This design comes from an exercise in tuning for small area on the open sky130 flow, not from production work. The RTL was checked by simulation tests, not by an equivalence proof against the original design. Power figures rest on the tool's default switching activity, not on a simulated workload.

==> inputs of build 87 <==
Design ox_decim, start of the top module:
module ox_decim (
    input  wire        clk,
    input  wire        rst,           
    input  wire        start,         
    input  wire        stop,          
    input  wire        bit_valid,     
    input  wire        bit_in,        
    input  wire        coef_we,       
    input  wire [3:0]  coef_addr,     
    input  wire [31:0] coef_data,     
    output reg         out_valid,
    output wire [31:0] out_data,
    output wire        out_settled,
    output reg         running,
    output reg         coef_err
);
Settings: LEC_CHECK=0, CAP_MARGIN=20, CORE_MARGIN=2, CORE_UTILIZATION=40, SLEW_MARGIN=20; clock period 25.0 ns.
run.sh (not shown) runs the stock make flow with config.mk's settings and CLKGATE_MAP_FILE= SYNTH_SCRIPT=/design/flow/synth_recipe.tcl, a recipe that flattens the netlist after the stock synthesis.
==> inputs of build 62, as changes to build 87 <==
--- a/flow/design.v
+++ b/flow/design.v
@@ -69,89 +69,99 @@
             running <= 1'b0;
     end
     reg  [4:0] ph;
     wire       ph0  = (ph == 5'd0);
     wire       ph31 = (ph == 5'd31);
     always @(posedge clk)
         ph <= rst ? 5'd0 : ph + 5'd1;
-    reg  [30:0] I1, I2, I3, I4, D;
+    reg  [29:0] I1, I2, I3, I4, D;
     reg  [5:0]  bitcnt;
     wire        blk_end = accept & (bitcnt == 6'd63);
-    wire [30:0] x1 = {{30{accept & ~bit_in}}, accept};
-    wire [30:0] n1, n2, n3, n4, nD;
-    ox_decim_rca #(31) u_a1 (.a(I1), .b(x1),               .s(n1));
-    ox_decim_rca #(31) u_a2 (.a(I2), .b(n1 & {31{accept}}), .s(n2));
-    ox_decim_rca #(31) u_a3 (.a(I3), .b(n2 & {31{accept}}), .s(n3));
-    ox_decim_rca #(31) u_a4 (.a(I4), .b(n3 & {31{accept}}), .s(n4));
-    ox_decim_rca #(31) u_a5 (.a(D),  .b(n4 & {31{accept}}), .s(nD));
-    always @(posedge clk) begin
-        I1 <= clear ? 31'd0 : n1;
-        I2 <= clear ? 31'd0 : n2;
-        I3 <= clear ? 31'd0 : n3;
-        I4 <= clear ? 31'd0 : n4;
-        D  <= (clear | blk_end) ? 31'd0 : nD;
+    wire [29:0] x1 = {29'd0, accept & bit_in};
+    wire [29:0] n1, n2, n3, n4, nD;
+    ox_decim_rca #(30) u_a1 (.a(I1), .b(x1),               .s(n1));
+    ox_decim_rca #(30) u_a2 (.a(I2), .b(n1 & {30{accept}}), .s(n2));
+    ox_decim_rca #(30) u_a3 (.a(I3), .b(n2 & {30{accept}}), .s(n3));
+    ox_decim_rca #(30) u_a4 (.a(I4), .b(n3 & {30{accept}}), .s(n4));
+    ox_decim_rca #(30) u_a5 (.a(D),  .b(n4 & {30{accept}}), .s(nD));
+    always @(posedge clk) begin
+        I1 <= clear ? 30'd0 : n1;
+        I2 <= clear ? 30'd0 : n2;
+        I3 <= clear ? 30'd0 : n3;
+        I4 <= clear ? 30'd0 : n4;
+        D  <= (clear | blk_end) ? 30'd0 : nD;
         if (clear)
             bitcnt <= 6'd0;
         else if (accept)
             bitcnt <= bitcnt + 6'd1;
     end
     reg  [8:0] run1;
     wire [8:0] run1_n = bit_in ? ((run1 == 9'd316) ? run1 : run1 + 9'd1) : 9'd0;
     always @(posedge clk) begin
         if (clear)
             run1 <= 9'd0;
         else if (accept)
             run1 <= run1_n;
     end
-    reg  [30:0] snap;
+    reg  [29:0] snap;
     reg         satp;
     reg         pend;
     reg         comb_act;
-    wire        comb_start = ~clear & ph31 & (pend | blk_end);
+    reg         hb1_act;
+    wire        ph30 = (ph == 5'd30);
+    wire [4:0]  cb   = ph + 5'd1;
+    wire        cb01 = ph31 | ph0;            
+    wire        comb_start = ~clear & ph30 & (pend | blk_end);
     always @(posedge clk) begin
         if (blk_end) begin
             snap <= nD;
             satp <= (run1_n == 9'd316);
-        end else if (comb_act & ~ph0) begin
-            snap <= {1'b0, snap[30:1]};
         end
         if (clear) begin
             pend     <= 1'b0;
             comb_act <= 1'b0;
+            hb1_act  <= 1'b0;
         end else begin
             pend     <= (pend | blk_end) & ~comb_start;
-            comb_act <= comb_start | (comb_act & ~ph31);
+            comb_act <= comb_start | (comb_act & ~ph30);
+            hb1_act  <= comb_act;
         end
     end
+    localparam [31:0] K1 = 32'h00e8ae80;
+    localparam [31:0] K2 = 32'he2477000;
+    localparam [31:0] K3 = 32'h9a0e0000;
+    localparam [31:0] K4 = 32'h04000000;
     reg  [31:0] C1, C2, C3, C4;
     reg         comb_valid;            
     reg  [3:0]  brw;
-    wire        x0  = ~ph0 & snap[0];
-    wire        c1o = C1[0] & comb_valid;
-    wire        c2o = C2[0] & comb_valid;
-    wire        c3o = C3[0] & comb_valid;
-    wire        c4o = C4[0] & comb_valid;
+    reg         s0b;
+    wire [4:0]  sidx = cb - 5'd2;
+    wire        x0  = ~cb01 & snap[sidx];
+    wire        c1o = comb_valid ? C1[0] : K1[cb];
+    wire        c2o = comb_valid ? C2[0] : K2[cb];
+    wire        c3o = comb_valid ? C3[0] : K3[cb];
+    wire        c4o = comb_valid ? C4[0] : K4[cb];
     wire        d2  = x0 ^ c1o ^ brw[0];
     wire        d3  = d2 ^ c2o ^ brw[1];
     wire        d4  = d3 ^ c3o ^ brw[2];
     wire        d5  = d4 ^ c4o ^ brw[3];
     wire        bo2 = (~x0 & c1o) | (~x0 & brw[0]) | (c1o & brw[0]);
     wire        bo3 = (~d2 & c2o) | (~d2 & brw[1]) | (c2o & brw[1]);
     wire        bo4 = (~d3 & c3o) | (~d3 & brw[2]) | (c3o & brw[2]);
     wire        bo5 = (~d4 & c4o) | (~d4 & brw[3]) | (c4o & brw[3]);
-    wire        s0b = satp ? ~ph31 : d5;    
     always @(posedge clk) begin
         C1  <= {comb_act ? x0 : C1[0], C1[31:1]};
         C2  <= {comb_act ? d2 : C2[0], C2[31:1]};
         C3  <= {comb_act ? d3 : C3[0], C3[31:1]};
         C4  <= {comb_act ? d4 : C4[0], C4[31:1]};
-        brw <= (comb_act & ~ph31) ? {bo5, bo4, bo3, bo2} : 4'd0;
+        brw <= (comb_act & ~ph30) ? {bo5, bo4, bo3, bo2} : 4'd0;
+        s0b <= satp ? ~ph30 : (d5 ^ ph30);
         if (clear)
             comb_valid <= 1'b0;
-        else if (comb_act & ph31)
+        else if (comb_act & ph30)
             comb_valid <= 1'b1;
     end
     reg        s0_odd_n;    
     reg        s0_even;     
     reg  [3:0] nE1;         
     reg  [2:0] nO1;
     reg        s1_odd_n;    
@@ -171,15 +181,15 @@
     wire       so0  = mbusy & (mseq == 7'd33);
     wire       so31 = mbusy & (mseq == 7'd64);
     wire       s1_even = ~s1_odd_n;
     always @(posedge clk) begin
         if (clear) begin
             mbusy <= 1'b0;
             mseq  <= 7'd0;
-        end else if (comb_start & ~s0_odd_n) begin
+        end else if (comb_act & ph31 & s0_even) begin
             mbusy <= 1'b1;
             mseq  <= 7'd0;
         end else if (mbusy) begin
             mseq <= mseq + 7'd1;
             if ((so31 & ~s1_even) | (mseq == 7'd97))
                 mbusy <= 1'b0;
         end
@@ -194,15 +204,15 @@
             nE2      <= 5'd0;
             nO2      <= 3'd0;
         end else begin
             if (comb_start) begin
                 s0_even  <= ~s0_odd_n;
                 s0_odd_n <= ~s0_odd_n;
             end
-            if (comb_act & ph31) begin
+            if (hb1_act & ph31) begin
                 if (s0_even) begin
                     if (nE1 != 4'd11) nE1 <= nE1 + 4'd1;
                 end else begin
                     if (nO1 != 3'd6) nO1 <= nO1 + 3'd1;
                 end
             end
             if (so31) begin
@@ -213,16 +223,16 @@
                     if (nO2 != 3'd6) nO2 <= nO2 + 3'd1;
                 end
             end
         end
     end
     reg  [32*11-1:0] E1;
     reg  [32*6-1:0]  O1;
-    wire shE1 = comb_act & s0_even;
-    wire shO1 = comb_act & ~s0_even;
+    wire shE1 = hb1_act & s0_even;
+    wire shO1 = hb1_act & ~s0_even;
     integer k;
     always @(posedge clk) begin
         for (k = 0; k < 11; k = k + 1)
             E1[32*k +: 32] <= {shE1 ? ((k == 0) ? s0b : E1[32*(k-1)]) : E1[32*k],
                                E1[32*k+1 +: 31]};
         for (k = 0; k < 6; k = k + 1)
             O1[32*k +: 32] <= {shO1 ? ((k == 0) ? s0b : O1[32*(k-1)]) : O1[32*k],
@@ -287,28 +297,28 @@
     ox_decim_csa #(36) u_c1 (.x(A),  .y(G[0]), .z(G[1]), .s(s1), .c(c1));
     ox_decim_csa #(36) u_c2 (.x(G[2]), .y(G[3]), .z(G[4]), .s(s2), .c(c2));
     ox_decim_csa #(36) u_c3 (.x(s1), .y(c1), .z(s2), .s(s3), .c(c3));
     ox_decim_csa #(36) u_c4 (.x(c2), .y(G[5]), .z(V7), .s(s4), .c(c4));
     ox_decim_csa #(36) u_c5 (.x(s3), .y(c3), .z(s4), .s(s5), .c(c5));
     ox_decim_csa #(36) u_c6 (.x(s5), .y(c5), .z(c4), .s(s6), .c(c6));
     ox_decim_rca #(36) u_cp (.a(s6), .b(c6), .s(X));
-    wire [34:0] acc_n = X[35:1] ^ {35{b32m}};
-    wire        e     = X[0] ^ b32m;
+    wire [34:0] acc_n = X[35:1];
+    wire        e     = X[0];
     always @(posedge clk) begin
         acc <= acc_n;
         h1  <= e;
         h0  <= h1;
         if (stk)
             sticky <= (sticky & ~b0m) | e;
         if (b32m) begin
-            sign_r <= acc_n[34];
+            sign_r <= ~acc_n[34];
             ovf_r  <= ~((&acc_n[34:29]) | ~(|acc_n[34:29]));
         end
     end
     wire r0     = h0 & sticky;
-    wire so_raw = so0 ? r0 : h0;
+    wire so_raw = so0 ? r0 : ~h0;
     assign so_bit = ovf_r ? (so31 ? sign_r : ~sign_r) : so_raw;
     always @(posedge clk)
         out_valid <= ~clear & mbusy & (mseq == 7'd97);
-    assign out_data    = ovf_r ? {sign_r, {31{~sign_r}}} : {acc[29:0], h1, r0};
+    assign out_data    = ovf_r ? {sign_r, {31{~sign_r}}} : {~acc[29:0], ~h1, r0};
     assign out_settled = (nE2 == K_SETTLE);
 endmodule
==> flow/flow/run.sh (new file) <==
#!/bin/bash
# Layout: the standard flow (standard.sh), with two changes to how it is
# made: the clock tree is built from clkbuf_16 leaf clusters without dummy
# balancing loads, and the port buffers are the smallest buffer cell.
set -euo pipefail
export CTS_ARGS="-sink_clustering_enable -repair_clock_nets -dont_use_dummy_load -buf_list sky130_fd_sc_hd__clkbuf_16 -sink_clustering_size 28 -sink_clustering_max_diameter 80"
export BUFFER_PORTS_ARGS="-buffer_cell sky130_fd_sc_hd__buf_1"
bash standard.sh > standard.log 2>&1
==> flow/standard.sh (new file) <==
#!/bin/bash
# synth_recipe.tcl (not shown) runs the flow's synth.tcl, then flattens the netlist and writes it again
# the make line also repeats each setting of config.mk as NAME=value (left out here)
make -C /OpenROAD-flow-scripts/flow DESIGN_CONFIG=/design/flow/config.mk WORK_HOME=/design/flow/orfs CLKGATE_MAP_FILE= SYNTH_SCRIPT=/design/flow/synth_recipe.tcl "${@:-finish}"
ABC_AREA = 1   (was unset)
CORE_UTILIZATION = 60   (was 40)
removed: flow/run.sh
==> run summary <==
Build 87 completed without violations. Build 62 completed with no timing, DRC or antenna violations. Against build 62, the global-route usage of build 87 is lower by 6.6 points. Of build 62 and build 87, build 87 has the higher clock power (gap 48%, measured against build 87). In build 62 the combinational power is lower than in build 87, by about 14%. Worst hold slack: build 87 is worse than build 62 (5.3 ps). Between build 62 and build 87, the lower worst setup slack is in build 87 (gap 1200 ps). In sequential power, build 87 and build 62 hardly differ. Of build 87 and build 62, build 87 has the higher first-iteration DRC count (gap about 1.6%, measured against build 62). Between build 87 and build 62, the lower design area is in build 62 (gap 9.6%, measured against build 62). Of build 62 and build 87, build 87 has the higher clock-buffer cell count (gap 177). Total power: build 62 is smaller than build 87 (22%). Against build 62, the via count of build 87 is larger by 1.1%.


==> run P <==
ox_decim, a different RTL version from the one above (not shown whole).
export LEC_CHECK = 0
export CAP_MARGIN = 20
export CORE_MARGIN = 2
export CORE_UTILIZATION = 70
export SLEW_MARGIN = 20
create_clock -name core_clock -period 25.0 [get_ports {clk}]
standard.sh (not shown) runs the stock make flow with config.mk's settings and CLKGATE_MAP_FILE= SYNTH_SCRIPT=/design/flow/synth_recipe.tcl, a recipe that flattens the netlist after the stock synthesis.
==> flow/flow/run.sh <==
#!/bin/bash
# Layout: the standard flow (standard.sh), with two changes to how it is
# made: the clock tree is built from clkbuf_16 leaf clusters without dummy
# balancing loads, and the port buffers are the smallest buffer cell.
set -euo pipefail
export CTS_ARGS="-sink_clustering_enable -repair_clock_nets -dont_use_dummy_load -buf_list sky130_fd_sc_hd__clkbuf_16 -sink_clustering_size 24 -sink_clustering_max_diameter 100"
export BUFFER_PORTS_ARGS="-buffer_cell sky130_fd_sc_hd__buf_1"
bash standard.sh > standard.log 2>&1
==> run M: changes against run P <==
- CORE_UTILIZATION: 70 -> 60
==> results by group <==
Status
  – Run status: finished clean

Power and ir drop
  – Static Leak: 22.2 nW
  – P_comb: 0.000246 W

Global routing
  – Grt met2 use: 39.1%
  – Vias in the first global route: 28018

Layout
  – Layout Nets: 4270
  – Buffer share of cell area: 0.896%
  – Diodes inserted: 2
  – Finished Cell Area: 0.0615 mm²

Critical path
  – CP max FO: 67
  – Buffers plus inverters on the worst setup path: 2
-- figures above: run P

==> results by group <==
Detailed routing
  – Routed wire per std cell: 19.3 µm
  – DRC violations left: 0

Status
  – Run status: finished clean

Critical path
  – End point of the critical path: ovf_r
  – Buffers plus inverters on the worst setup path: 5
  – CP max FO: 35

Layout
  – Diodes inserted: 1
  – Buffer share of cell area: 0.957%
  – Clock buf/inv share: 3.61%
  – Layout Nets: 4277
  – Fraction of area in multi-input gates: 23.0%

Global routing
  – Grt met2 use: 32.9%
  – Overall Global Routing Usage: 20.8%
  – Vias in the first global route: 27919

Power and ir drop
  – P_comb: 0.000253 W
  – Sw Ratio: 21.0%
  – Static Leak: 22.2 nW
  – Flop+latch power: 0.00320 W

Timing
  – Tmin final: 20710 ps
-- figures above: run M



==> 04-13 <==
==> flow/design.v <==
module ox_decim_rca #(parameter W = 31) (
    input  wire [W-1:0] a,
    input  wire [W-1:0] b,
    output wire [W-1:0] s
);
    wire [W:0] c;
    assign c[0] = 1'b0;
    genvar i;
    generate
        for (i = 0; i < W; i = i + 1) begin : g
            assign s[i]   = a[i] ^ b[i] ^ c[i];
            assign c[i+1] = (a[i] & b[i]) | (a[i] & c[i]) | (b[i] & c[i]);
        end
    endgenerate
endmodule
module ox_decim_csa #(parameter W = 36) (
    input  wire [W-1:0] x,
    input  wire [W-1:0] y,
    input  wire [W-1:0] z,
    output wire [W-1:0] s,
    output wire [W-1:0] c
);
    assign s = x ^ y ^ z;
    wire [W-1:0] m = (x & y) | (x & z) | (y & z);
    assign c = {m[W-2:0], 1'b0};
endmodule
module ox_decim (
    input  wire        clk,
    input  wire        rst,           
    input  wire        start,         
    input  wire        stop,          
    input  wire        bit_valid,     
    input  wire        bit_in,        
    input  wire        coef_we,       
    input  wire [3:0]  coef_addr,     
    input  wire [31:0] coef_data,     
    output reg         out_valid,
    output wire [31:0] out_data,
    output wire        out_settled,
    output reg         running,
    output reg         coef_err
);
    localparam [4:0] K_SETTLE = 5'd18;
    reg [191:0] coef1;
    reg [191:0] coef2;
    always @(posedge clk) begin
        coef_err <= 1'b0;
        if (rst) begin
            coef_err <= 1'b0;
        end else if (coef_we) begin
            if (running) begin
                coef_err <= 1'b1;
            end else if (coef_addr[2:0] <= 3'd5) begin
                if (coef_addr[3])
                    coef2[32*coef_addr[2:0] +: 32] <= coef_data;
                else
                    coef1[32*coef_addr[2:0] +: 32] <= coef_data;
            end
        end
    end
    wire clear  = rst | start | stop;
    wire accept = running & bit_valid & ~clear;
    always @(posedge clk) begin
        if (rst)
            running <= 1'b0;
        else if (start)
            running <= 1'b1;
        else if (stop)
            running <= 1'b0;
    end
    reg  [4:0] ph;
    wire       ph0  = (ph == 5'd0);
    wire       ph31 = (ph == 5'd31);
    always @(posedge clk)
        ph <= rst ? 5'd0 : ph + 5'd1;
    reg  [30:0] I1, I2, I3, I4, D;
    reg  [5:0]  bitcnt;
    wire        blk_end = accept & (bitcnt == 6'd63);
    wire [30:0] x1 = {{30{accept & ~bit_in}}, accept};
    wire [30:0] n1, n2, n3, n4, nD;
    ox_decim_rca #(31) u_a1 (.a(I1), .b(x1),               .s(n1));
    ox_decim_rca #(31) u_a2 (.a(I2), .b(n1 & {31{accept}}), .s(n2));
    ox_decim_rca #(31) u_a3 (.a(I3), .b(n2 & {31{accept}}), .s(n3));
    ox_decim_rca #(31) u_a4 (.a(I4), .b(n3 & {31{accept}}), .s(n4));
    ox_decim_rca #(31) u_a5 (.a(D),  .b(n4 & {31{accept}}), .s(nD));
    always @(posedge clk) begin
        I1 <= clear ? 31'd0 : n1;
        I2 <= clear ? 31'd0 : n2;
        I3 <= clear ? 31'd0 : n3;
        I4 <= clear ? 31'd0 : n4;
        D  <= (clear | blk_end) ? 31'd0 : nD;
        if (clear)
            bitcnt <= 6'd0;
        else if (accept)
            bitcnt <= bitcnt + 6'd1;
    end
    reg  [8:0] run1;
    wire [8:0] run1_n = bit_in ? ((run1 == 9'd316) ? run1 : run1 + 9'd1) : 9'd0;
    always @(posedge clk) begin
        if (clear)
            run1 <= 9'd0;
        else if (accept)
            run1 <= run1_n;
    end
    reg  [30:0] snap;
    reg         satp;
    reg         pend;
    reg         comb_act;
    wire        comb_start = ~clear & ph31 & (pend | blk_end);
    always @(posedge clk) begin
        if (blk_end) begin
            snap <= nD;
            satp <= (run1_n == 9'd316);
        end else if (comb_act & ~ph0) begin
            snap <= {1'b0, snap[30:1]};
        end
        if (clear) begin
            pend     <= 1'b0;
            comb_act <= 1'b0;
        end else begin
            pend     <= (pend | blk_end) & ~comb_start;
            comb_act <= comb_start | (comb_act & ~ph31);
        end
    end
    reg  [31:0] C1, C2, C3, C4;
    reg         comb_valid;            
    reg  [3:0]  brw;
    wire        x0  = ~ph0 & snap[0];
    wire        c1o = C1[0] & comb_valid;
    wire        c2o = C2[0] & comb_valid;
    wire        c3o = C3[0] & comb_valid;
    wire        c4o = C4[0] & comb_valid;
    wire        d2  = x0 ^ c1o ^ brw[0];
    wire        d3  = d2 ^ c2o ^ brw[1];
    wire        d4  = d3 ^ c3o ^ brw[2];
    wire        d5  = d4 ^ c4o ^ brw[3];
    wire        bo2 = (~x0 & c1o) | (~x0 & brw[0]) | (c1o & brw[0]);
    wire        bo3 = (~d2 & c2o) | (~d2 & brw[1]) | (c2o & brw[1]);
    wire        bo4 = (~d3 & c3o) | (~d3 & brw[2]) | (c3o & brw[2]);
    wire        bo5 = (~d4 & c4o) | (~d4 & brw[3]) | (c4o & brw[3]);
    wire        s0b = satp ? ~ph31 : d5;    
    always @(posedge clk) begin
        C1  <= {comb_act ? x0 : C1[0], C1[31:1]};
        C2  <= {comb_act ? d2 : C2[0], C2[31:1]};
        C3  <= {comb_act ? d3 : C3[0], C3[31:1]};
        C4  <= {comb_act ? d4 : C4[0], C4[31:1]};
        brw <= (comb_act & ~ph31) ? {bo5, bo4, bo3, bo2} : 4'd0;
        if (clear)
            comb_valid <= 1'b0;
        else if (comb_act & ph31)
            comb_valid <= 1'b1;
    end
    reg        s0_odd_n;    
    reg        s0_even;     
    reg  [3:0] nE1;         
    reg  [2:0] nO1;
    reg        s1_odd_n;    
    reg  [4:0] nE2;         
    reg  [2:0] nO2;
    reg        mbusy;
    reg  [6:0] mseq;
    wire       mac1 = mbusy & (mseq <= 7'd32);
    wire       so   = mbusy & (mseq >= 7'd33) & (mseq <= 7'd64);
    wire       mac2 = mbusy & (mseq >= 7'd65);
    wire       st2  = mac2;
    wire       macon = mac1 | mac2;
    wire       b0m  = mbusy & ((mseq == 7'd0)  | (mseq == 7'd65));
    wire       b31m = mbusy & ((mseq == 7'd31) | (mseq == 7'd96));
    wire       b32m = mbusy & ((mseq == 7'd32) | (mseq == 7'd97));
    wire       stk  = macon & ~b31m & ~b32m;     
    wire       so0  = mbusy & (mseq == 7'd33);
    wire       so31 = mbusy & (mseq == 7'd64);
    wire       s1_even = ~s1_odd_n;
    always @(posedge clk) begin
        if (clear) begin
            mbusy <= 1'b0;
            mseq  <= 7'd0;
        end else if (comb_start & ~s0_odd_n) begin
            mbusy <= 1'b1;
            mseq  <= 7'd0;
        end else if (mbusy) begin
            mseq <= mseq + 7'd1;
            if ((so31 & ~s1_even) | (mseq == 7'd97))
                mbusy <= 1'b0;
        end
    end
    always @(posedge clk) begin
        if (clear) begin
            s0_odd_n <= 1'b1;
            s0_even  <= 1'b0;
            nE1      <= 4'd0;
            nO1      <= 3'd0;
            s1_odd_n <= 1'b1;
            nE2      <= 5'd0;
            nO2      <= 3'd0;
        end else begin
            if (comb_start) begin
                s0_even  <= ~s0_odd_n;
                s0_odd_n <= ~s0_odd_n;
            end
            if (comb_act & ph31) begin
                if (s0_even) begin
                    if (nE1 != 4'd11) nE1 <= nE1 + 4'd1;
                end else begin
                    if (nO1 != 3'd6) nO1 <= nO1 + 3'd1;
                end
            end
            if (so31) begin
                s1_odd_n <= ~s1_odd_n;
                if (s1_even) begin
                    if (nE2 != K_SETTLE) nE2 <= nE2 + 5'd1;
                end else begin
                    if (nO2 != 3'd6) nO2 <= nO2 + 3'd1;
                end
            end
        end
    end
    reg  [32*11-1:0] E1;
    reg  [32*6-1:0]  O1;
    wire shE1 = comb_act & s0_even;
    wire shO1 = comb_act & ~s0_even;
    integer k;
    always @(posedge clk) begin
        for (k = 0; k < 11; k = k + 1)
            E1[32*k +: 32] <= {shE1 ? ((k == 0) ? s0b : E1[32*(k-1)]) : E1[32*k],
                               E1[32*k+1 +: 31]};
        for (k = 0; k < 6; k = k + 1)
            O1[32*k +: 32] <= {shO1 ? ((k == 0) ? s0b : O1[32*(k-1)]) : O1[32*k],
                               O1[32*k+1 +: 31]};
    end
    reg  [32*12-1:0] E2;
    reg  [32*6-1:0]  O2;
    wire so_bit;
    wire shE2 = so & s1_even;
    wire shO2 = so & ~s1_even;
    always @(posedge clk) begin
        for (k = 0; k < 12; k = k + 1)
            E2[32*k +: 32] <= {shE2 ? ((k == 0) ? so_bit : E2[32*(k-1)]) : E2[32*k],
                               E2[32*k+1 +: 31]};
        for (k = 0; k < 6; k = k + 1)
            O2[32*k +: 32] <= {shO2 ? ((k == 0) ? so_bit : O2[32*(k-1)]) : O2[32*k],
                               O2[32*k+1 +: 31]};
    end
    wire [10:0] e1v;
    wire [11:0] e2v;
    genvar g;
    generate
        for (g = 0; g < 11; g = g + 1) begin : gv1
            assign e1v[g] = E1[32*g] & (nE1 > g);
        end
        for (g = 0; g < 12; g = g + 1) begin : gv2
            assign e2v[g] = E2[32*g] & (nE2 > g);
        end
    endgenerate
    wire [5:0] px1 = {s0b, e1v[0], e1v[1], e1v[2], e1v[3], e1v[4]};
    wire [5:0] py1 = {e1v[10], e1v[9], e1v[8], e1v[7], e1v[6], e1v[5]};
    wire [5:0] px2 = {e2v[0], e2v[1], e2v[2], e2v[3], e2v[4], e2v[5]};
    wire [5:0] py2 = {e2v[11], e2v[10], e2v[9], e2v[8], e2v[7], e2v[6]};
    wire       uc  = st2 ? (O2[32*5] & (nO2 == 3'd6)) : (O1[32*5] & (nO1 == 3'd6));
    wire [5:0] px = (st2 ? px2 : px1) ^ {6{b31m}};
    wire [5:0] py = (st2 ? py2 : py1) ^ {6{b31m}};
    reg  [5:0] pc;
    wire [5:0] psum = px ^ py ^ pc;
    wire [5:0] pcy  = (px & py) | (px & pc) | (py & pc);
    wire [5:0] dq   = {6{macon}} & (b32m ? ~pc : psum);
    wire [5:0] dq1  = dq & {6{~st2}};
    wire [5:0] dq2  = dq & {6{st2}};
    always @(posedge clk)
        pc <= (macon & ~b32m & ~clear) ? pcy : 6'd0;
    wire [35:0] G [0:5];
    generate
        for (g = 0; g < 6; g = g + 1) begin : gg
            wire [31:0] t = ({32{dq1[g]}} & coef1[32*g +: 32]) |
                            ({32{dq2[g]}} & coef2[32*g +: 32]);
            assign G[g] = {4'd0, ~t[31], t[30:0]};
        end
    endgenerate
    wire        cbit = macon & ~b32m & (uc ^ b31m);
    wire [5:0]  ctop = 6'd52 - {5'd0, b31m} + {5'd0, cbit};
    wire [35:0] V7   = {ctop, 30'd0};
    reg  [34:0] acc;
    reg         h0, h1;
    reg         sticky;
    reg         ovf_r, sign_r;
    wire [35:0] A = b0m ? 36'h040000000 : ({acc[34], acc} ^ {36{b32m}});
    wire [35:0] s1, c1, s2, c2, s3, c3, s4, c4, s5, c5, s6, c6, X;
    ox_decim_csa #(36) u_c1 (.x(A),  .y(G[0]), .z(G[1]), .s(s1), .c(c1));
    ox_decim_csa #(36) u_c2 (.x(G[2]), .y(G[3]), .z(G[4]), .s(s2), .c(c2));
    ox_decim_csa #(36) u_c3 (.x(s1), .y(c1), .z(s2), .s(s3), .c(c3));
    ox_decim_csa #(36) u_c4 (.x(c2), .y(G[5]), .z(V7), .s(s4), .c(c4));
    ox_decim_csa #(36) u_c5 (.x(s3), .y(c3), .z(s4), .s(s5), .c(c5));
    ox_decim_csa #(36) u_c6 (.x(s5), .y(c5), .z(c4), .s(s6), .c(c6));
    ox_decim_rca #(36) u_cp (.a(s6), .b(c6), .s(X));
    wire [34:0] acc_n = X[35:1] ^ {35{b32m}};
    wire        e     = X[0] ^ b32m;
    always @(posedge clk) begin
        acc <= acc_n;
        h1  <= e;
        h0  <= h1;
        if (stk)
            sticky <= (sticky & ~b0m) | e;
        if (b32m) begin
            sign_r <= acc_n[34];
            ovf_r  <= ~((&acc_n[34:29]) | ~(|acc_n[34:29]));
        end
    end
    wire r0     = h0 & sticky;
    wire so_raw = so0 ? r0 : h0;
    assign so_bit = ovf_r ? (so31 ? sign_r : ~sign_r) : so_raw;
    always @(posedge clk)
        out_valid <= ~clear & mbusy & (mseq == 7'd97);
    assign out_data    = ovf_r ? {sign_r, {31{~sign_r}}} : {acc[29:0], h1, r0};
    assign out_settled = (nE2 == K_SETTLE);
endmodule
==> flow/run.sh <==
#!/bin/bash
# synth_recipe.tcl (not shown) runs the flow's synth.tcl, then flattens the netlist and writes it again
# the make line also repeats each setting of config.mk as NAME=value (left out here)
make -C /OpenROAD-flow-scripts/flow DESIGN_CONFIG=/design/flow/config.mk WORK_HOME=/design/flow/orfs CLKGATE_MAP_FILE= SYNTH_SCRIPT=/design/flow/synth_recipe.tcl finish
==> flow/config.mk <==
export PLATFORM = sky130hd
export DESIGN_NAME = ox_decim
export DESIGN_NICKNAME = ox_decim
export VERILOG_FILES = /design/flow/design.v
export SDC_FILE = /design/flow/constraint.sdc
export NUM_CORES = 4
export LEC_CHECK = 0
export ABC_AREA = 1
export CAP_MARGIN = 20
export CORE_MARGIN = 2
export CORE_UTILIZATION = 60
export CTS_BUF_LIST = sky130_fd_sc_hd__clkbuf_4
export CTS_CLUSTER_SIZE = 16
export SLEW_MARGIN = 20
==> flow/constraint.sdc <==
create_clock -name core_clock -period 25.0 [get_ports {clk}]
set_input_delay 5.0000 -clock core_clock [delete_from_list [all_inputs] [get_ports {clk}]]
set_output_delay 5.0000 -clock core_clock [all_outputs]
set_load 0.01 [all_outputs]
==> 02-23: changes against 04-13 <==
==> flow/design.v, changed modules only <==
module ox_decim (
    input  wire        clk,
    input  wire        rst,           
    input  wire        start,         
    input  wire        stop,          
    input  wire        bit_valid,     
    input  wire        bit_in,        
    input  wire        coef_we,       
    input  wire [3:0]  coef_addr,     
    input  wire [31:0] coef_data,     
    output reg         out_valid,
    output wire [31:0] out_data,
    output wire        out_settled,
    output reg         running,
    output reg         coef_err
);
    localparam [4:0] K_SETTLE = 5'd18;
    reg [191:0] coef1;
    reg [191:0] coef2;
    always @(posedge clk) begin
        coef_err <= 1'b0;
        if (rst) begin
            coef_err <= 1'b0;
        end else if (coef_we) begin
            if (running) begin
                coef_err <= 1'b1;
            end else if (coef_addr[2:0] <= 3'd5) begin
                if (coef_addr[3])
                    coef2[32*coef_addr[2:0] +: 32] <= coef_data;
                else
                    coef1[32*coef_addr[2:0] +: 32] <= coef_data;
            end
        end
    end
    wire clear  = rst | start | stop;
    wire accept = running & bit_valid & ~clear;
    always @(posedge clk) begin
        if (rst)
            running <= 1'b0;
        else if (start)
            running <= 1'b1;
        else if (stop)
            running <= 1'b0;
    end
    reg  [4:0] ph;
    wire       ph0  = (ph == 5'd0);
    wire       ph31 = (ph == 5'd31);
    always @(posedge clk)
        ph <= rst ? 5'd0 : ph + 5'd1;
    reg  [29:0] I1, I2, I3, I4, D;
    reg  [5:0]  bitcnt;
    wire        blk_end = accept & (bitcnt == 6'd63);
    wire [29:0] x1 = {29'd0, accept & bit_in};
    wire [29:0] n1, n2, n3, n4, nD;
    ox_decim_rca #(30) u_a1 (.a(I1), .b(x1),               .s(n1));
    ox_decim_rca #(30) u_a2 (.a(I2), .b(n1 & {30{accept}}), .s(n2));
    ox_decim_rca #(30) u_a3 (.a(I3), .b(n2 & {30{accept}}), .s(n3));
    ox_decim_rca #(30) u_a4 (.a(I4), .b(n3 & {30{accept}}), .s(n4));
    ox_decim_rca #(30) u_a5 (.a(D),  .b(n4 & {30{accept}}), .s(nD));
    always @(posedge clk) begin
        I1 <= clear ? 30'd0 : n1;
        I2 <= clear ? 30'd0 : n2;
        I3 <= clear ? 30'd0 : n3;
        I4 <= clear ? 30'd0 : n4;
        D  <= (clear | blk_end) ? 30'd0 : nD;
        if (clear)
            bitcnt <= 6'd0;
        else if (accept)
            bitcnt <= bitcnt + 6'd1;
    end
    reg  [8:0] run1;
    wire [8:0] run1_n = bit_in ? ((run1 == 9'd316) ? run1 : run1 + 9'd1) : 9'd0;
    always @(posedge clk) begin
        if (clear)
            run1 <= 9'd0;
        else if (accept)
            run1 <= run1_n;
    end
    reg  [29:0] snap;
    reg         satp;
    reg         pend;
    reg         comb_act;
    reg         hb1_act;
    wire        ph30 = (ph == 5'd30);
    wire [4:0]  cb   = ph + 5'd1;
    wire        cb01 = ph31 | ph0;            
    wire        comb_start = ~clear & ph30 & (pend | blk_end);
    always @(posedge clk) begin
        if (blk_end) begin
            snap <= nD;
            satp <= (run1_n == 9'd316);
        end
        if (clear) begin
            pend     <= 1'b0;
            comb_act <= 1'b0;
            hb1_act  <= 1'b0;
        end else begin
            pend     <= (pend | blk_end) & ~comb_start;
            comb_act <= comb_start | (comb_act & ~ph30);
            hb1_act  <= comb_act;
        end
    end
    localparam [31:0] K1 = 32'h00e8ae80;
    localparam [31:0] K2 = 32'he2477000;
    localparam [31:0] K3 = 32'h9a0e0000;
    localparam [31:0] K4 = 32'h04000000;
    reg  [31:0] C1, C2, C3, C4;
    reg         comb_valid;            
    reg  [3:0]  brw;
    reg         s0b;
    wire [4:0]  sidx = cb - 5'd2;
    wire        x0  = ~cb01 & snap[sidx];
    wire        c1o = comb_valid ? C1[0] : K1[cb];
    wire        c2o = comb_valid ? C2[0] : K2[cb];
    wire        c3o = comb_valid ? C3[0] : K3[cb];
    wire        c4o = comb_valid ? C4[0] : K4[cb];
    wire        d2  = x0 ^ c1o ^ brw[0];
    wire        d3  = d2 ^ c2o ^ brw[1];
    wire        d4  = d3 ^ c3o ^ brw[2];
    wire        d5  = d4 ^ c4o ^ brw[3];
    wire        bo2 = (~x0 & c1o) | (~x0 & brw[0]) | (c1o & brw[0]);
    wire        bo3 = (~d2 & c2o) | (~d2 & brw[1]) | (c2o & brw[1]);
    wire        bo4 = (~d3 & c3o) | (~d3 & brw[2]) | (c3o & brw[2]);
    wire        bo5 = (~d4 & c4o) | (~d4 & brw[3]) | (c4o & brw[3]);
    always @(posedge clk) begin
        C1  <= {comb_act ? x0 : C1[0], C1[31:1]};
        C2  <= {comb_act ? d2 : C2[0], C2[31:1]};
        C3  <= {comb_act ? d3 : C3[0], C3[31:1]};
        C4  <= {comb_act ? d4 : C4[0], C4[31:1]};
        brw <= (comb_act & ~ph30) ? {bo5, bo4, bo3, bo2} : 4'd0;
        s0b <= satp ? ~ph30 : (d5 ^ ph30);
        if (clear)
            comb_valid <= 1'b0;
        else if (comb_act & ph30)
            comb_valid <= 1'b1;
    end
    reg        s0_odd_n;    
    reg        s0_even;     
    reg  [3:0] nE1;         
    reg  [2:0] nO1;
    reg        s1_odd_n;    
    reg  [4:0] nE2;         
    reg  [2:0] nO2;
    reg        mbusy;
    reg  [6:0] mseq;
    wire       mac1 = mbusy & (mseq <= 7'd32);
    wire       so   = mbusy & (mseq >= 7'd33) & (mseq <= 7'd64);
    wire       mac2 = mbusy & (mseq >= 7'd65);
    wire       st2  = mac2;
    wire       macon = mac1 | mac2;
    wire       b0m  = mbusy & ((mseq == 7'd0)  | (mseq == 7'd65));
    wire       b31m = mbusy & ((mseq == 7'd31) | (mseq == 7'd96));
    wire       b32m = mbusy & ((mseq == 7'd32) | (mseq == 7'd97));
    wire       stk  = macon & ~b31m & ~b32m;     
    wire       so0  = mbusy & (mseq == 7'd33);
    wire       so31 = mbusy & (mseq == 7'd64);
    wire       s1_even = ~s1_odd_n;
    always @(posedge clk) begin
        if (clear) begin
            mbusy <= 1'b0;
            mseq  <= 7'd0;
        end else if (comb_act & ph31 & s0_even) begin
            mbusy <= 1'b1;
            mseq  <= 7'd0;
        end else if (mbusy) begin
            mseq <= mseq + 7'd1;
            if ((so31 & ~s1_even) | (mseq == 7'd97))
                mbusy <= 1'b0;
        end
    end
    always @(posedge clk) begin
        if (clear) begin
            s0_odd_n <= 1'b1;
            s0_even  <= 1'b0;
            nE1      <= 4'd0;
            nO1      <= 3'd0;
            s1_odd_n <= 1'b1;
            nE2      <= 5'd0;
            nO2      <= 3'd0;
        end else begin
            if (comb_start) begin
                s0_even  <= ~s0_odd_n;
                s0_odd_n <= ~s0_odd_n;
            end
            if (hb1_act & ph31) begin
                if (s0_even) begin
                    if (nE1 != 4'd11) nE1 <= nE1 + 4'd1;
                end else begin
                    if (nO1 != 3'd6) nO1 <= nO1 + 3'd1;
                end
            end
            if (so31) begin
                s1_odd_n <= ~s1_odd_n;
                if (s1_even) begin
                    if (nE2 != K_SETTLE) nE2 <= nE2 + 5'd1;
                end else begin
                    if (nO2 != 3'd6) nO2 <= nO2 + 3'd1;
                end
            end
        end
    end
    reg  [32*11-1:0] E1;
    reg  [32*6-1:0]  O1;
    wire shE1 = hb1_act & s0_even;
    wire shO1 = hb1_act & ~s0_even;
    integer k;
    always @(posedge clk) begin
        for (k = 0; k < 11; k = k + 1)
            E1[32*k +: 32] <= {shE1 ? ((k == 0) ? s0b : E1[32*(k-1)]) : E1[32*k],
                               E1[32*k+1 +: 31]};
        for (k = 0; k < 6; k = k + 1)
            O1[32*k +: 32] <= {shO1 ? ((k == 0) ? s0b : O1[32*(k-1)]) : O1[32*k],
                               O1[32*k+1 +: 31]};
    end
    reg  [32*12-1:0] E2;
    reg  [32*6-1:0]  O2;
    wire so_bit;
    wire shE2 = so & s1_even;
    wire shO2 = so & ~s1_even;
    always @(posedge clk) begin
        for (k = 0; k < 12; k = k + 1)
            E2[32*k +: 32] <= {shE2 ? ((k == 0) ? so_bit : E2[32*(k-1)]) : E2[32*k],
                               E2[32*k+1 +: 31]};
        for (k = 0; k < 6; k = k + 1)
            O2[32*k +: 32] <= {shO2 ? ((k == 0) ? so_bit : O2[32*(k-1)]) : O2[32*k],
                               O2[32*k+1 +: 31]};
    end
    wire [10:0] e1v;
    wire [11:0] e2v;
    genvar g;
    generate
        for (g = 0; g < 11; g = g + 1) begin : gv1
            assign e1v[g] = E1[32*g] & (nE1 > g);
        end
        for (g = 0; g < 12; g = g + 1) begin : gv2
            assign e2v[g] = E2[32*g] & (nE2 > g);
        end
    endgenerate
    wire [5:0] px1 = {s0b, e1v[0], e1v[1], e1v[2], e1v[3], e1v[4]};
    wire [5:0] py1 = {e1v[10], e1v[9], e1v[8], e1v[7], e1v[6], e1v[5]};
    wire [5:0] px2 = {e2v[0], e2v[1], e2v[2], e2v[3], e2v[4], e2v[5]};
    wire [5:0] py2 = {e2v[11], e2v[10], e2v[9], e2v[8], e2v[7], e2v[6]};
    wire       uc  = st2 ? (O2[32*5] & (nO2 == 3'd6)) : (O1[32*5] & (nO1 == 3'd6));
    wire [5:0] px = (st2 ? px2 : px1) ^ {6{b31m}};
    wire [5:0] py = (st2 ? py2 : py1) ^ {6{b31m}};
    reg  [5:0] pc;
    wire [5:0] psum = px ^ py ^ pc;
    wire [5:0] pcy  = (px & py) | (px & pc) | (py & pc);
    wire [5:0] dq   = {6{macon}} & (b32m ? ~pc : psum);
    wire [5:0] dq1  = dq & {6{~st2}};
    wire [5:0] dq2  = dq & {6{st2}};
    always @(posedge clk)
        pc <= (macon & ~b32m & ~clear) ? pcy : 6'd0;
    wire [35:0] G [0:5];
    generate
        for (g = 0; g < 6; g = g + 1) begin : gg
            wire [31:0] t = ({32{dq1[g]}} & coef1[32*g +: 32]) |
                            ({32{dq2[g]}} & coef2[32*g +: 32]);
            assign G[g] = {4'd0, ~t[31], t[30:0]};
        end
    endgenerate
    wire        cbit = macon & ~b32m & (uc ^ b31m);
    wire [5:0]  ctop = 6'd52 - {5'd0, b31m} + {5'd0, cbit};
    wire [35:0] V7   = {ctop, 30'd0};
    reg  [34:0] acc;
    reg         h0, h1;
    reg         sticky;
    reg         ovf_r, sign_r;
    wire [35:0] A = b0m ? 36'h040000000 : ({acc[34], acc} ^ {36{b32m}});
    wire [35:0] s1, c1, s2, c2, s3, c3, s4, c4, s5, c5, s6, c6, X;
    ox_decim_csa #(36) u_c1 (.x(A),  .y(G[0]), .z(G[1]), .s(s1), .c(c1));
    ox_decim_csa #(36) u_c2 (.x(G[2]), .y(G[3]), .z(G[4]), .s(s2), .c(c2));
    ox_decim_csa #(36) u_c3 (.x(s1), .y(c1), .z(s2), .s(s3), .c(c3));
    ox_decim_csa #(36) u_c4 (.x(c2), .y(G[5]), .z(V7), .s(s4), .c(c4));
    ox_decim_csa #(36) u_c5 (.x(s3), .y(c3), .z(s4), .s(s5), .c(c5));
    ox_decim_csa #(36) u_c6 (.x(s5), .y(c5), .z(c4), .s(s6), .c(c6));
    ox_decim_rca #(36) u_cp (.a(s6), .b(c6), .s(X));
    wire [34:0] acc_n = X[35:1];
    wire        e     = X[0];
    always @(posedge clk) begin
        acc <= acc_n;
        h1  <= e;
        h0  <= h1;
        if (stk)
            sticky <= (sticky & ~b0m) | e;
        if (b32m) begin
            sign_r <= ~acc_n[34];
            ovf_r  <= ~((&acc_n[34:29]) | ~(|acc_n[34:29]));
        end
    end
    wire r0     = h0 & sticky;
    wire so_raw = so0 ? r0 : ~h0;
    assign so_bit = ovf_r ? (so31 ? sign_r : ~sign_r) : so_raw;
    always @(posedge clk)
        out_valid <= ~clear & mbusy & (mseq == 7'd97);
    assign out_data    = ovf_r ? {sign_r, {31{~sign_r}}} : {~acc[29:0], ~h1, r0};
    assign out_settled = (nE2 == K_SETTLE);
endmodule
--- a/flow/config.mk
+++ b/flow/config.mk
@@ -11,4 +11,5 @@
 export CORE_UTILIZATION = 60
-export CTS_BUF_LIST = sky130_fd_sc_hd__clkbuf_4
-export CTS_CLUSTER_SIZE = 16
+export CTS_BUF_LIST = sky130_fd_sc_hd__clkbuf_16
+export CTS_CLUSTER_DIAMETER = 100
+export CTS_CLUSTER_SIZE = 30
 export SLEW_MARGIN = 20
==> implementation parameters <==
Parameter                              Value

Outcome
  Result of the run  no timing/DRC/antenna violations

Die
  Total core area    103,900 um2
  Die extent in x    328.2 um

Global route
  Overall fraction of global-route tracks in use    22.17%

Place
  Placer Congestion    0.8511

Timing
  Slew at the pin closest to its max-slew limit    1.050 ns

Layout
  Sequential portion of the cell area    63.06%
-- figures above: 02-23

==> implementation parameters <==
Parameter                              Value

Global route
  Overall fraction of global-route tracks in use    23.79%

Die
  Total core area    105,600 um2
  Die extent in x    330.4 um

Outcome
  Result of the run  no timing/DRC/antenna violations

Timing
  Slew at the pin closest to its max-slew limit    1.106 ns
-- figures above: 04-13

afterwards: timing with drivers on the ports:
In the flow no input, the clock included, has a driving cell. The finished layouts below were timed again as built, in two steps. Step 1 sets driving cells, clkbuf_16 on the clock port and buf_2 on the other inputs (assumed; they add their load-dependent delay and slew). Step 2 adds t to the input delays and takes it off the output delays; t is the mean of the earliest and latest rising clock arrival at the registers after step 1. Input paths then give back, and output paths get back, about the clock's delay inside the block. a / b / c = ideal ports / drivers / drivers and shift; a / b = the first two.
run	t (ns)	setup WS [ns]	hold WS [ns]	worst setup path after step 2	slew at the worst register clock pin (ns)
build 87	0.861	2.238 / 2.238 / 1.591	0.288 / 0.288 / 0.288	input to register	0.07 / 0.07
build 62	0.729	3.471 / 3.518 / 2.789	0.294 / 0.294 / 0.294	input to register	0.11 / 0.11
run P	0.713	3.934 / 3.979 / 3.266	0.290 / 0.290 / 0.290	input to register	0.10 / 0.10
run M	0.736	4.288 / 4.288 / 3.633	0.304 / 0.304 / 0.304	input to register	0.10 / 0.10
04-13	1.217	2.875 / 2.875 / 2.578	0.240 / 0.240 / 0.240	input to register	0.08 / 0.08
02-23	0.762	3.430 / 3.410 / 2.648	0.306 / 0.306 / 0.306	input to register	0.12 / 0.12
After both steps every run listed still meets setup and hold. For 02-23, which loses most, drivers alone change the setup slack by -0.020 ns; drivers and shift together by -0.782 ns.
